Context: an optimization exercise on an open-source flow, tuned for small area, a short achievable clock period and few clock cycles. The choices shown serve that exercise and are no tape-out recipe.
No run shown here included a check of the RTL's function; only the layout flow was run.
Power is estimated from default activity; no workload was simulated.

==> flow/design.v (outline; a module is shown in full before it is edited, if it fits) <==
// module welt_mac: 219 lines
// module welt_mul: 978 lines
module welt_mac (
    input  wire        clk,
    input  wire        rst,         
    input  wire        in_valid,
    output wire        in_ready,
    input  wire [31:0] in_a,
    input  wire [31:0] in_b,
    input  wire        in_last,     
    input  wire        in_feed,     
    input  wire [31:0] in_ceil,     
    output wire        out_valid,
    output wire [31:0] out_f32,
    output wire        out_sat,
    output wire        out_clamped,
    output wire        out_nonfinite
);
  // ...
==> flow/flow/run.sh <==
#!/bin/bash
set -o pipefail
export BUFFER_PORTS_ARGS="-buffer_cell sky130_fd_sc_hd__buf_2"
export SETUP_SLACK_MARGIN=18.4
export TNS_END_PERCENT=5
bash standard.sh > standard.log 2>&1
==> flow/standard.sh <==
#!/bin/bash
# synth_recipe.tcl (not shown) runs the flow's synth.tcl, then flattens the netlist and writes it again
# the make line also repeats each setting of config.mk as NAME=value (left out here)
make -C /OpenROAD-flow-scripts/flow DESIGN_CONFIG=/design/flow/config.mk WORK_HOME=/design/flow/orfs CLKGATE_MAP_FILE= SYNTH_SCRIPT=/design/flow/synth_recipe.tcl "${@:-finish}"
==> flow/config.mk <==
export PLATFORM = sky130hd
export DESIGN_NAME = welt_mac
export DESIGN_NICKNAME = welt_mac
export VERILOG_FILES = /design/flow/design.v
export SDC_FILE = /design/flow/constraint.sdc
export NUM_CORES = 4
export LEC_CHECK = 0
export ABC_AREA = 1
export CAP_MARGIN = 20
export CORE_MARGIN = 2
export CORE_UTILIZATION = 50
export CTS_BUF_LIST = sky130_fd_sc_hd__clkbuf_8 sky130_fd_sc_hd__clkbuf_16
export CTS_CLUSTER_DIAMETER = 80
export CTS_CLUSTER_SIZE = 24
export PLACE_DENSITY = 0.65
export SLEW_MARGIN = 20
==> flow/constraint.sdc <==
create_clock -name core_clock -period 24.0 [get_ports {clk}]
set_input_delay 4.8000 -clock core_clock [delete_from_list [all_inputs] [get_ports {clk}]]
set_output_delay 4.8000 -clock core_clock [all_outputs]
set_load 0.01 [all_outputs]
==> metrics.yaml, run 1 <==
critical_path:
  cp.depth: 40
  path_common_cell: "nand2_1"
  crit_end: "x2[59]"
  cp_top_family: "compound AO/OA/AOI/OAI gates"
  cp.arrival_ns: 6.49
routing:
  dr_wl_met2_mm: 65.6
  drt_iter0_drc: 3217
  drt-vias-per-instance: 5.59
yosys:
  synthCells: 5817
  synth-seq-area-share_pct: 25.4
  syn-num-nets: 6415
  synthSimpleGateAreaFrac_pct: 16.0
  synth-seq-cells: 528
  synth_common_cells: "nand2_1 (1001), inv_1 (802), xor2_1 (497)"
clocking:
  cts_resized: 112
  cts_setup_buffers: 53
  clock_path_buffers: 3
  clock-sinks: 528
floorplanning:
  dieArea_um2: 90300
  start_util_pct: 50.5
pwr:
  p_comb_mw: 4.08
  clkPwrFrac_pct: 11.3
  power_leader: "combinational cells"
min_path:
  min_to: "l2"
grt:
  use_met1_pct: 35.8
  first_global_vias: 38300
sta:
  timing.hold.ws_ns: 0.329
  clock.fmax_mhz: 166
  tns_ns: 0
layout:
  fin_area_um2: 48200
  layout-drive-gt1-share_pct: 10.0
  largest_reg_flops: 72
run_status:
  outcome: "no timing/DRC/antenna violations"
==> module welt_mac, before the edit <==
module welt_mac (
    input  wire        clk,
    input  wire        rst,         
    input  wire        in_valid,
    output wire        in_ready,
    input  wire [31:0] in_a,
    input  wire [31:0] in_b,
    input  wire        in_last,     
    input  wire        in_feed,     
    input  wire [31:0] in_ceil,     
    output wire        out_valid,
    output wire [31:0] out_f32,
    output wire        out_sat,
    output wire        out_clamped,
    output wire        out_nonfinite
);
    wire accept = in_valid & in_ready;
    reg  [30:0] cslot0, cslot1;
    reg         wp, rp;
    reg         busy0, busy1;       
    reg         rdy;                
    wire        st_done;            
    wire        st_next;            
    assign in_ready = rdy;
    wire take    = accept & in_last & in_feed;
    wire busy0_n = (busy0 & ~(st_done & ~rp)) | (take & ~wp);
    wire busy1_n = (busy1 & ~(st_done &  rp)) | (take &  wp);
    always @(posedge clk) begin
        if (rdy & ~wp) cslot0 <= in_ceil[30:0];
        if (rdy &  wp) cslot1 <= in_ceil[30:0];
        if (rst) begin
            wp    <= 1'b0;
            rp    <= 1'b0;
            busy0 <= 1'b0;
            busy1 <= 1'b0;
            rdy   <= 1'b1;
        end else begin
            wp    <= wp ^ take;
            rp    <= rp ^ st_done;
            busy0 <= busy0_n;
            busy1 <= busy1_n;
            rdy   <= ~(busy0_n & busy1_n) | st_next;
        end
    end
    reg [31:0] a0, b0;
    reg        v0, l0, f0;
    always @(posedge clk) begin
        a0 <= in_a;
        b0 <= in_b;
        l0 <= in_last;
        f0 <= in_feed;
        v0 <= accept & ~rst;
    end
    wire       sa = a0[31];
    wire       sb = b0[31];
    wire [7:0] ea = a0[30:23];
    wire [7:0] eb = b0[30:23];
    wire       ha = |ea;
    wire       hb = |eb;
    wire       nf0 = (&ea) | (&eb);
    wire       zero0 = ~(ha | (|a0[22:0])) | ~(hb | (|b0[22:0]));
    wire [23:0] ma = {ha, a0[22:0]};
    wire [23:0] mb = {hb, b0[22:0]};
    wire [7:0]  xa = {ea[7:1], ea[0] | ~ha};
    wire [7:0]  xb = {eb[7:1], eb[0] | ~hb};
    wire [47:0] ps0, pc0;
    welt_mul mul (.x(ma), .y(mb), .ps(ps0), .pc(pc0));
    wire signed [9:0] t = $signed({2'b00, xa}) + $signed({2'b00, xb}) - 10'sd204;
    function [4:0] tz24(input [23:0] m);
        integer j;
        begin
            tz24 = 5'd0;
            for (j = 23; j >= 0; j = j - 1)
                if (m[j]) tz24 = j[4:0];
        end
    endfunction
    wire [5:0] tzs     = {1'b0, tz24(ma)} + {1'b0, tz24(mb)};
    wire [7:0] tsum    = {2'b00, tzs} + {1'b0, t[6:0]};
    wire       sticky0 = (tsum < 8'd47);
    wire       kill0 = ~v0 | nf0 | zero0 | t[9];          
    wire       ge73  = ~t[9] & (t > 10'sd72);
    wire       big0  = ~kill0 & ge73;                      
    wire       exact73 = (t == 10'sd73) & (sa ^ sb) & ~(|a0[22:0]) & ~(|b0[22:0]);
    wire       clf0  = big0 & ~exact73;                    
    wire       t72_0 = ~kill0 & (t == 10'sd72);
    reg [47:0] ps1, pc1;
    reg [6:0]  sh1;
    reg        st1, s1, k1, big1, clf1, t72_1, nf1, v1, l1, f1;
    always @(posedge clk) begin
        ps1   <= ps0;
        pc1   <= pc0;
        sh1   <= t[6:0];
        st1   <= sticky0;
        s1    <= (sa ^ sb) & ~kill0;
        k1    <= kill0;
        big1  <= big0;
        clf1  <= clf0;
        t72_1 <= t72_0;
        nf1   <= v0 & nf0;
        v1    <= v0 & ~rst;
        l1    <= l0;
        f1    <= f0;
    end
    wire [47:0]  p1    = ps1 + pc1;
    wire [119:0] wide  = {72'd0, p1} << sh1;
    wire [70:0]  ipart = wide[118:48];
    wire         guard = wide[47];
    wire big  = big1 | (t72_1 & p1[47]);
    wire clf  = clf1 | (t72_1 & p1[47]);
    wire [70:0] mx = {71{big}} | ({71{~k1}} & ipart);
    wire rnd  = big ? s1 : (~k1 & guard & (st1 | ipart[0]));
    reg  [70:0] x2;
    reg         s2, c2, cl2, nf2, v2, l2, f2;
    always @(posedge clk) begin
        x2  <= mx ^ {71{s1}};
        s2  <= s1;
        c2  <= s1 ^ rnd;
        cl2 <= clf;
        nf2 <= nf1;
        v2  <= v1 & ~rst;
        l2  <= l1;
        f2  <= f1;
    end
    reg  [71:0] acc;
    reg         wu, wd;             
    reg         acc_cl, acc_nf;
    reg         fst;                
    reg         done3;              
    reg         f3;
    wire [71:0] acc_b = acc & {72{~fst}};
    wire [73:0] sum_c   = {acc_b[71], acc_b, 1'b1} + {s2, s2, x2, c2};
    wire [72:0] sum     = sum_c[73:1];
    always @(posedge clk) begin
        acc    <= sum[71:0];
        wu     <= v2 & (sum[72:71] == 2'b01);
        wd     <= v2 & (sum[72:71] == 2'b10);
        acc_cl <= (acc_cl & ~fst) | (cl2 & v2);
        acc_nf <= (acc_nf & ~fst) | (nf2 & v2);
        fst    <= rst | (v2 & l2) | (fst & ~v2);
        done3  <= v2 & l2 & ~rst;
        f3     <= f2;
    end
    reg  [5:0]  lw;
    reg         fst_d;
    wire [5:0]  w_now = (lw & {6{~fst_d}}) + {5'd0, wu} - {5'd0, wd};
    always @(posedge clk) begin
        lw    <= w_now;
        fst_d <= fst;
    end
    wire        wsat = |w_now;
    wire        rsat = (acc[71:63] != {9{acc[63]}});
    wire        sat  = wsat | rsat;
    wire        neg3 = wsat ? w_now[5] : acc[71];
    wire [63:0] nacc = ~acc[63:0] + 64'd1;
    wire [63:0] smag = sat ? {neg3, {63{~neg3}}} : (acc[63] ? nacc : acc[63:0]);
    function [5:0] lead64(input [63:0] m);
        integer j;
        begin
            lead64 = 6'd0;
            for (j = 0; j < 64; j = j + 1)
                if (m[j]) lead64 = j[5:0];
        end
    endfunction
    function [5:0] trail64(input [63:0] m);
        integer j;
        begin
            trail64 = 6'd0;
            for (j = 63; j >= 0; j = j - 1)
                if (m[j]) trail64 = j[5:0];
        end
    endfunction
    reg  [63:0] m4;
    reg  [5:0]  ld4, tz4;
    reg         z4, sg4, sat4, cl4, nf4, v4, f4;
    always @(posedge clk) begin
        m4   <= smag;
        ld4  <= lead64(smag);
        tz4  <= sat ? {6{neg3}} : trail64(acc[63:0]);
        z4   <= ~sat & ~(|acc[63:0]);
        sg4  <= neg3;
        sat4 <= sat;
        cl4  <= acc_cl;
        nf4  <= acc_nf;
        v4   <= done3 & ~rst;
        f4   <= f3;
    end
    wire [5:0]  ns   = ~ld4;                       
    wire [63:0] n32  = ns[5] ? {m4[31:0], 32'd0}  : m4;
    wire [63:0] n16  = ns[4] ? {n32[47:0], 16'd0} : n32;
    wire [63:0] n8   = ns[3] ? {n16[55:0], 8'd0}  : n16;
    wire [63:0] n4   = ns[2] ? {n8[59:0], 4'd0}   : n8;
    wire [63:0] n2   = ns[1] ? {n4[61:0], 2'd0}   : n4;
    wire [63:0] norm = ns[0] ? {n2[62:0], 1'd0}   : n2;
    wire        n_st  = ({1'b0, tz4} + 7'd25) <= {1'b0, ld4};
    wire        n_up  = norm[39] & (n_st | norm[40]);
    wire [30:0] base  = {{2'b00, ld4} + 8'd79, norm[62:40]};
    wire [30:0] f31   = base + {30'd0, n_up};
    wire [30:0] cs    = rp ? cslot1 : cslot0;
    wire        gt    = base > cs;
    wire        eq    = base == cs;
    wire        over  = f4 & ~z4 & (gt | (eq & n_up));
    wire [30:0] mag31 = z4 ? 31'd0 : over ? cs : f31;
    assign st_done = v4 & f4;
    assign st_next = done3 & f3;
    reg [31:0] o_f32;
    reg        o_sat, o_cl, o_nf, o_v;
    always @(posedge clk) begin
        o_f32 <= {sg4 & ~z4, mag31};
        o_sat <= sat4 | cl4 | nf4 | over;
        o_cl  <= cl4;
        o_nf  <= nf4;
        o_v   <= v4 & ~rst;
    end
    assign out_valid     = o_v;
    assign out_f32       = o_f32;
    assign out_sat       = o_sat;
    assign out_clamped   = o_cl;
    assign out_nonfinite = o_nf;
endmodule
==> run 2, diff against run 1 <==
--- a/flow/design.v
+++ b/flow/design.v
@@ -172,3 +172,3 @@
     reg  [63:0] m4;
-    reg  [5:0]  ld4, tz4;
+    reg  [5:0]  tz4;
     reg         z4, sg4, sat4, cl4, nf4, v4, f4;
@@ -176,3 +176,2 @@
         m4   <= smag;
-        ld4  <= lead64(smag);
         tz4  <= sat ? {6{neg3}} : trail64(acc[63:0]);
@@ -186,3 +185,4 @@
     end
-    wire [5:0]  ns   = ~ld4;                       
+    wire [5:0]  ld   = lead64(m4);
+    wire [5:0]  ns   = ~ld;                        
     wire [63:0] n32  = ns[5] ? {m4[31:0], 32'd0}  : m4;
@@ -193,5 +193,19 @@
     wire [63:0] norm = ns[0] ? {n2[62:0], 1'd0}   : n2;
-    wire        n_st  = ({1'b0, tz4} + 7'd25) <= {1'b0, ld4};
-    wire        n_up  = norm[39] & (n_st | norm[40]);
-    wire [30:0] base  = {{2'b00, ld4} + 8'd79, norm[62:40]};
+    reg  [24:0] mt5;                
+    reg  [5:0]  ld5;
+    reg         st5, z5, sg5, sat5, cl5, nf5, v5, f5;
+    always @(posedge clk) begin
+        mt5  <= norm[63:39];
+        ld5  <= ld;
+        st5  <= ({1'b0, tz4} + 7'd25) <= {1'b0, ld};
+        z5   <= z4;
+        sg5  <= sg4;
+        sat5 <= sat4;
+        cl5  <= cl4;
+        nf5  <= nf4;
+        v5   <= v4 & ~rst;
+        f5   <= f4;
+    end
+    wire        n_up  = mt5[0] & (st5 | mt5[1]);
+    wire [30:0] base  = {{2'b00, ld5} + 8'd79, mt5[23:1]};
     wire [30:0] f31   = base + {30'd0, n_up};
@@ -200,6 +214,6 @@
     wire        eq    = base == cs;
-    wire        over  = f4 & ~z4 & (gt | (eq & n_up));
-    wire [30:0] mag31 = z4 ? 31'd0 : over ? cs : f31;
-    assign st_done = v4 & f4;
-    assign st_next = done3 & f3;
+    wire        over  = f5 & ~z5 & (gt | (eq & n_up));
+    wire [30:0] mag31 = z5 ? 31'd0 : over ? cs : f31;
+    assign st_done = v5 & f5;
+    assign st_next = v4 & f4;
     reg [31:0] o_f32;
@@ -207,7 +221,7 @@
     always @(posedge clk) begin
-        o_f32 <= {sg4 & ~z4, mag31};
-        o_sat <= sat4 | cl4 | nf4 | over;
-        o_cl  <= cl4;
-        o_nf  <= nf4;
-        o_v   <= v4 & ~rst;
+        o_f32 <= {sg5 & ~z5, mag31};
+        o_sat <= sat5 | cl5 | nf5 | over;
+        o_cl  <= cl5;
+        o_nf  <= nf5;
+        o_v   <= v5 & ~rst;
     end
==> flow/flow/run.sh (replaced) <==
#!/bin/bash
set -o pipefail
export BUFFER_PORTS_ARGS="-buffer_cell sky130_fd_sc_hd__buf_2"
export SETUP_SLACK_MARGIN=18.2
export TNS_END_PERCENT=100
bash standard.sh > standard.log 2>&1
--- a/flow/config.mk
+++ b/flow/config.mk
@@ -10,7 +10,4 @@
 export CORE_MARGIN = 2
-export CORE_UTILIZATION = 50
-export CTS_BUF_LIST = sky130_fd_sc_hd__clkbuf_8 sky130_fd_sc_hd__clkbuf_16
-export CTS_CLUSTER_DIAMETER = 80
-export CTS_CLUSTER_SIZE = 24
-export PLACE_DENSITY = 0.65
+export CORE_UTILIZATION = 40
+export PLACE_DENSITY = 0.6
 export SLEW_MARGIN = 20
==> run 2 against run 1 <==
  * Synthesized cell count up 1.6%
  * Via count up 0.44%
  * Critical path depth down 39
  * Non-clock buffer count down 68
  * Critical path type is now register to output port
  * Highest routed layer unchanged
  * Design area up 2.1%
==> metrics.yaml, run 2 <==
grt:
  globalRouteOverflowTotal: 0  # unchanged
  grt_pass1_wl_mm: 217  # was 211 mm
  first_global_vias: 38300  # about the same
  grt_max_degree: 74  # unchanged
  gr-usage-all-layers_pct: 24.3  # was 29.6%
  antenna_found_initial: 0  # was 3
critical_path:
  cp_top_family: "flip-flops"  # was compound AO/OA/AOI/OAI gates
  critPathLaunchType: "register"  # unchanged
  rr_startpoint: "b0[1]"  # was ps1[0]
  crit_fanout: 1  # was 4
  r2r_setup_slack_ns: 18.50  # was 17.97 ns
  cp_slowest_stage_delay_ns: 0.36  # was 0.64 ns
  cp.depth: 1  # was 40
  cp.arrival_ns: 1.13  # was 6.49 ns
  critPathCaptureType: "output port"  # was register
  crit_required_ns: 19.20  # was 24.46 ns
  worst-setup-path-type: "register to output port"  # was register to register
  critPathLaunch: "o_f32[14]"  # was ps1[0]
  path_buf_inv: 1  # was 2
  ff2ff_path_depth: 13  # was 40
  crit_chain: "buf_6"
  crit_path_top_delay_cell: "dfxtp_2"  # was a21oi_1
yosys:
  synth_top_area_share_pct: 22.4  # was 21.2%
  syn-num-nets: 6509  # was 6415
  netlist_area_um2: 44600  # was 44000 µm²
  synth_common_cells: "nand2_1 (1037), inv_1 (807), dfxtp_1 (499)"  # was nand2_1 (1001), inv_1 (802), xor2_1 (497)
  synth_most_common_cell: "nand2_1"  # unchanged
  synth-edff-count: 62  # unchanged
  yosys_warnings: 1  # unchanged
  synthCells: 5911  # was 5817
  synth-seq-area-share_pct: 26.6  # was 25.4%
  avgSynthCellArea_um2: 7.55  # was 7.56 µm²
  ys.flop_type: "dfxtp_1"  # unchanged
  synth_area_leader_cell: "dfxtp_1"  # unchanged
  yosysUniqueCellTypes: 70  # was 75
  synth-seq-cells: 561  # was 528
  async_flop_share_pct: 0  # unchanged
  synthTopCellsByArea: "dfxtp_1 (22%), fa_1 (12%), xor2_1 (9.3%), nand2_1 (8.7%), inv_1 (6.8%)"  # was dfxtp_1 (21%), fa_1 (12%), xor2_1 (9.9%), nand2_1 (8.5%), inv_1 (6.8%)
routing:
  drc: 0  # unchanged
  top_layer: "met4"  # unchanged
  wire_per_inst_um: 18.9  # was 19.5 µm
  met3_length_mm: 9.08  # was 8.92 mm
  drt_iter0_drc: 3080  # was 3217
  vias: 39500  # was 39300
  first_pass_iters: 5  # was 6
  drt-vias-per-instance: 5.30  # was 5.59
  wl_met1_mm: 57.4  # was 54.4 mm
  dr_wl_met2_mm: 66.5  # was 65.6 mm
  wl_mm: 141  # was 137 mm
  antenna_left: 0  # unchanged
clocking:
  clock_path_buffers: 3  # unchanged
  cts_made_buffers: 61  # was 37
  htree_num_levels: 2  # unchanged
  clock-sinks: 561  # was 528
  cts_tree: "yes"  # unchanged
  path_clk_slew_ns: 0.07  # was 0.10 ns
  clock_latency_ns: 0.69  # was 0.63 ns
  root_buffer: "clkbuf_16"  # unchanged
pwr:
  ir_drop_v: 0.0000816  # was 0.0000976 V
  total_power_mw: 6.34  # was 6.05 mW
  p_leak_nw: 23.2  # was 22.4 nW
  power_density_nw_per_um2: 129  # was 125 nW/µm²
floorplanning:
  core_area_um2: 111000  # was 87000 µm²
  start_util_pct: 40.3  # was 50.5%
  dieWidth_um: 338  # was 301 µm
  die_y_um: 338  # was 301 µm
  dieArea_um2: 114000  # was 90300 µm²
  pin_count: 138  # unchanged
  rows: 122  # was 108
placed_design:
  io_buffers: 136  # unchanged
  hpwl_mm: 106  # was 101 mm
  gp_congestion: 0.946  # was 0.959
layout:
  area_delta_synth_final_pct: 10.4  # was 9.67%
  regArea_um2: 11900  # was 11200 µm²
  layout-drive-gt1-share_pct: 8.42  # was 10.0%
  layout_commonest_cell: "nand2_1"  # unchanged
  largest_registers: "acc (72), x2 (71), m4 (64)"  # was acc (72), x2 (71), m4 (63)
  diodes: 0  # unchanged
  n_fill_cell: 11300  # was 8352
  multi_input_area_um2: 28600  # was 28900 µm²
  final_net_count: 6510  # was 6456
  final_cell_mix: "nand2_1 (1032), inv_1 (806), xor2_1 (471)"  # was nand2_1 (994), inv_1 (801), xor2_1 (492)
  largest_reg_flops: 72  # unchanged
  top_register: "acc"  # unchanged
flow_run:
  cap_violations: 0  # unchanged
sta:
  final.period_utilization_pct: 24.7  # was 25.1%
  rsz0062_at_grt: "true"  # unchanged
  tightest_slew_ns: 1.23  # was 1.22 ns
  period_minus_slack_ns: 5.93  # was 6.03 ns
  finalSetupViolCount: 0  # unchanged
  tns_ns: 0  # unchanged
  drv_slew: 0  # unchanged
  finalHoldViolCount: 0  # unchanged
  max-slew-margin-rel_pct: 17.8  # was 18.5%
  clock_skew_ns: 0.0677  # was 0.0448 ns
  clock.fmax_mhz: 169  # was 166 MHz
run_status:
  outcome: "no timing/DRC/antenna violations"  # unchanged
min_path:
  hp-start: "f3"  # was l1
  hp-class: "register to register"  # unchanged
  hold_path_depth: 0  # unchanged
run 2: changes by cell type in the layout (fill, tap and decap cells not counted), moves of 21 or more:
cell,delta
dfxtp_2,+23
o211ai_1,-26
o21ai_0,+28
buf_2,-27
nor2_1,+61
nand2_1,+38
clkbuf_16,+22
buf_4,-52
xor2_1,-21
buf_6,+22
a21oi_1,+31
run 2: layout make-up:
type,count,share of cell area [%]
clock inverters,38,0.920
multi-input cells,4214,58.0
inverters,846,6.45
repair buffers,228,3.25
clock buffers,78,3.45
flip-flops and latches,561,24.1
well taps,1488,3.78
run 2: final timing paths:
kind / to
hold / removal: f4
setup reg to reg: ps1[26]
setup / recovery: out_f32[14]
hold reg to reg: f4
run 2: worst reg2reg max path: cells and delay by family, from the launching register on:
| kind | cells | cell delay (ns) |
|---|---|---|
| xor+xnor | 1 | 0.45 |
| fa+ha+maj | 5 | 2.56 |
| simple gates | 2 | 0.65 |
| compound gates | 1 | 0.27 |
| buf+inv | 4 | 1.07 |
| flops | 1 | 0.33 |
run 2: kinds of logic after synthesis:
kind of cell / Yosys count / share of synthesized area [%]
fa+ha+maj: 497 / 18.3
simple gates: 1772 / 15.9
buf+inv: 1136 / 9.65
mux: 58 / 1.34
flops: 561 / 26.6
xor+xnor: 539 / 10.6
compound gates: 1348 / 17.6
run 2: per-layer routing:
layer	vias to the layer above	GRT usage [%]
li1	19300	-
met1	18500	29.8
met2	1347	41.8
met3	423	3.56
met4	0	11.6
met5	-	0
run 2: timing repair:
item / 4_1_cts / 5_1_grt
pin swaps: 0 / 6
setup endpoints to repair: 85 / 112
hold buffers: 0 / 0
buffers inserted: 1 / 5
endpoints found under the hold margin: 0 / 0
resized for setup: 50 / 29
run 2: where the power goes:
group / internal (mW) / total, mW / switching (mW)
logic: 1.44 / 3.92 / 2.48
registers: 1.25 / 1.44 / 0.188
clock network: 0.571 / 0.981 / 0.410
total: 3.26 / 6.34 / 3.07
run 2: per-stage QoR:
step | hold slack [ns] | setup WS [ns] | std cells | utilization (%) | instance area [µm²]
finish | 0.321 | 18.07 | 7453 | 44.5 | 49300
global route | 0.331 | 18.04 | 7453 | 44.5 | 49300
CTS | 0.322 | 18.03 | 7448 | 44.4 | 49100
detailed placement | 0.313 | 17.77 | 7331 | 42.2 | 46800
global placement | 0.311 | 17.78 | 7329 | 42.2 | 46700
floorplan | 0.310 | 18.47 | 5911 | - | 44600

[static timing again, ports no longer ideal]
Ports are ideal in the flow. The routed layouts listed here were re-timed in OpenROAD. Step 1 sets driving cells, clkbuf_16 on the clock port and buf_2 on the other inputs (assumed; they add their load-dependent delay and slew). Step 2 moves the port delays by t, midway between the first and last clock arrival at a register: inputs arrive t later, outputs are due t later. That takes back most of the time a late clock gives input paths. Slacks: ideal ports / drivers / drivers and shift; pairs: ideal ports / drivers.
run	shift t [ns]	slack for setup (ns)	slew at the worst register clock pin (ns)
run 1	0.670	17.971 / 17.971 / 17.971	0.10 / 0.10
run 2	0.731	18.066 / 17.995 / 18.282	0.07 / 0.07
After both steps setup and hold are still met in every run listed.
